What follows belongs to an exercise in optimizing a design on an open flow for small area, a short achievable clock period and few clock cycles per item; a production flow would make more cautious choices.
Function was checked by simulation only, so behaviour that the tests miss may differ from the original.
No activity file was given, so power comes from the tool's default toggle rates.

Design rs136_dec, start of the top module:
module rs136_dec (
    input  wire       clk,
    input  wire       rst,
    input  wire       in_valid,
    input  wire [9:0] in_sym,
    output wire       in_ready,
    output reg        out_valid,
    output reg  [9:0] out_sym,
    output reg        out_last,
    output reg        out_fail,
    output reg  [2:0] out_nerr
);
    localparam N   = 136;
    localparam PL  = 2;              
    localparam RL  = 170;            
    function automatic [9:0] gf_mul(input [9:0] a, input [9:0] b);
        reg [18:0] p;
        integer i;
        begin
            p = 19'd0;
            for (i = 0; i < 10; i = i + 1)
                if (b[i]) p = p ^ ({9'd0, a} << i);
            for (i = 18; i >= 10; i = i - 1)
                if (p[i]) p = p ^ (19'h409 << (i - 10));
            gf_mul = p[9:0];
        end
    endfunction
    function automatic [8:0] pmul5(input [4:0] a, input [4:0] b);
        integer i;
        begin
            pmul5 = 9'd0;
            for (i = 0; i < 5; i = i + 1)
                if (b[i]) pmul5 = pmul5 ^ ({4'd0, a} << i);
        end
    endfunction
    function automatic [9:0] gf_kmul(input [9:0] a, input [9:0] b);
        reg [8:0] lo, hi, md;
        reg [18:0] p;
        integer i;
        begin
            lo = pmul5(a[4:0], b[4:0]);
            hi = pmul5(a[9:5], b[9:5]);
            md = pmul5(a[4:0] ^ a[9:5], b[4:0] ^ b[9:5]) ^ lo ^ hi;
            p  = {hi, 10'd0} ^ ({10'd0, md} << 5) ^ {10'd0, lo};
            for (i = 18; i >= 10; i = i - 1)
                if (p[i]) p = p ^ (19'h409 << (i - 10));
            gf_kmul = p[9:0];
        end
    endfunction
    function automatic [9:0] gf_sq(input [9:0] a);
        reg [18:0] p;
        integer i;
        begin
            p = 19'd0;
            for (i = 0; i < 10; i = i + 1)
                p[2*i] = a[i];
            for (i = 18; i >= 10; i = i - 1)
                if (p[i]) p = p ^ (19'h409 << (i - 10));
            gf_sq = p[9:0];
        end
    endfunction
  ...
Size in the first run: roughly 5100 cells after synthesis, ~2200 flip-flops, about 0.066 sq mm of cells after synthesis.
Settings: LEC_CHECK=0, CAP_MARGIN=20, CORE_MARGIN=2, CORE_UTILIZATION=70, CTS_BUF_LIST=sky130_fd_sc_hd__clkbuf_8, CTS_CLUSTER_DIAMETER=50, CTS_CLUSTER_SIZE=16, SLEW_MARGIN=20; clock period 20.0 ns.
standard.sh (not shown) runs the stock make flow with config.mk's settings and CLKGATE_MAP_FILE= SYNTH_SCRIPT=/design/flow/synth_recipe.tcl, a recipe that flattens the netlist after the stock synthesis.
==> flow/flow/run.sh <==
#!/bin/bash
# The standard layout (standard.sh: the ORFS flow, standard synthesis
# unchanged) with two layout options changed:
#  - every input and output port still gets its own buffer, but a buf_4
#    instead of the slow delay cell buffer_ports picks by default;
#  - clock tree: clkbuf_8 sink buffers in clusters of at most 16 sinks, a
#    clkbuf_16 root buffer, and no dummy loads.
# The full output of the flow goes to flow_standard.log; ORFS keeps each
# step's own log under orfs/logs.
set -euo pipefail
export BUFFER_PORTS_ARGS="-buffer_cell sky130_fd_sc_hd__buf_4"
export CTS_ARGS="-sink_clustering_enable -repair_clock_nets -sink_clustering_size 16 -sink_clustering_max_diameter 50 -buf_list sky130_fd_sc_hd__clkbuf_8 -root_buf sky130_fd_sc_hd__clkbuf_16 -dont_use_dummy_load"
bash standard.sh > flow_standard.log 2>&1
The starting point completed with no timing, DRC or antenna violations.
Testbench counts at the start, summed over its fixed seeds: cycles 27,488, items 192.
Rerun with:
==> flow/flow/run.sh (replaced) <==
#!/bin/bash
# The standard layout (standard.sh: the ORFS flow, standard synthesis
# unchanged) with two layout options changed:
#  - every input and output port still gets its own buffer, but a buf_4
#    instead of the slow delay cell buffer_ports picks by default;
#  - clock tree: clkbuf_8 sink buffers in clusters of at most 18 sinks, a
#    clkbuf_16 root buffer, and no dummy loads.
# The full output of the flow goes to flow_standard.log; ORFS keeps each
# step's own log under orfs/logs.
set -euo pipefail
export BUFFER_PORTS_ARGS="-buffer_cell sky130_fd_sc_hd__buf_4"
export CTS_ARGS="-sink_clustering_enable -repair_clock_nets -sink_clustering_size 18 -sink_clustering_max_diameter 52 -buf_list sky130_fd_sc_hd__clkbuf_8 -root_buf sky130_fd_sc_hd__clkbuf_16 -dont_use_dummy_load"
bash standard.sh > flow_standard.log 2>&1
Outcome: Via count barely changes. Final cell count is lower by 0.31%. Combinational power is about the same. Total power goes down by 1.1%. Non-clock buffer count stays the same. Die area is unchanged.
Rerun with:
==> flow/flow/run.sh (replaced) <==
#!/bin/bash
# The standard layout (standard.sh: the ORFS flow, standard synthesis
# unchanged) with only the clock tree options changed: clkbuf_8 sink
# buffers in clusters of at most 16 sinks, a clkbuf_16 root buffer, and no
# dummy loads. The full output of the flow goes to flow_standard.log; ORFS
# keeps each step's own log under orfs/logs.
set -euo pipefail
export CTS_ARGS="-sink_clustering_enable -repair_clock_nets -sink_clustering_size 16 -sink_clustering_max_diameter 50 -buf_list sky130_fd_sc_hd__clkbuf_8 -root_buf sky130_fd_sc_hd__clkbuf_16 -dont_use_dummy_load"
bash standard.sh > flow_standard.log 2>&1
Outcome:
- The new run completed with no timing, DRC or antenna violations
- synthesized area is unchanged
- fmax fell by 8.3%
- final area increases by 0.37%
- cell count stays flat
- non-clock buffer count fell by 1
- setup slack degrades by 0.46 ns
Rerun with:
==> flow/flow/run.sh (replaced) <==
#!/bin/bash
# The standard layout (standard.sh: the ORFS flow, standard synthesis
# unchanged) with two layout options changed:
#  - every input and output port still gets its own buffer, but a buf_4
#    instead of the slow delay cell buffer_ports picks by default;
#  - clock tree: clkbuf_8 sink buffers in clusters of at most 20 sinks, a
#    clkbuf_16 root buffer, and no dummy loads.
# The full output of the flow goes to flow_standard.log; ORFS keeps each
# step's own log under orfs/logs.
set -euo pipefail
export BUFFER_PORTS_ARGS="-buffer_cell sky130_fd_sc_hd__buf_4"
export CTS_ARGS="-sink_clustering_enable -repair_clock_nets -sink_clustering_size 20 -sink_clustering_max_diameter 55 -buf_list sky130_fd_sc_hd__clkbuf_8 -root_buf sky130_fd_sc_hd__clkbuf_16 -dont_use_dummy_load"
bash standard.sh > flow_standard.log 2>&1
=> Global-route usage is lower by 0.34 points. Wire length is lower by 0.74%. Total power is lower by 1.9%. Area after synthesis stays the same. Sequential cell count is unchanged. Setup slack gets better by 0.46 ns. Worst hold slack gets better by 0.056 ns.

[re-timing with driven ports]
Ports are ideal in the flow. The routed layouts listed here were re-timed in OpenROAD. Step 1 sets driving cells, clkbuf_16 on the clock port and buf_2 on the other inputs (assumed; they add their load-dependent delay and slew). Step 2 also shifts input and output timing later by t, the mid clock arrival at the registers, as if the neighbouring blocks saw the same clock. Three values: no drivers, after step 1, after step 2; two values: the first two.
run | t (ns) | setup slack, ns | worst hold slack (ns) | worst setup path after step 2 | clock arrival spread, ns
the first run | 0.738 | 14.834 / 14.764 / 15.043 | 0.286 / 0.286 / 0.286 | input to register | 0.119 / 0.119
the second run | 0.739 | 14.849 / 14.777 / 15.033 | 0.283 / 0.283 / 0.283 | input to register | 0.129 / 0.129
the third run | 0.746 | 14.386 / 14.316 / 14.646 | 0.193 / 0.193 / 0.193 | input to register | 0.135 / 0.135
the fourth run | 0.735 | 14.844 / 14.772 / 15.020 | 0.250 / 0.250 / 0.250 | input to register | 0.118 / 0.118
After both steps every run listed still meets setup and hold.
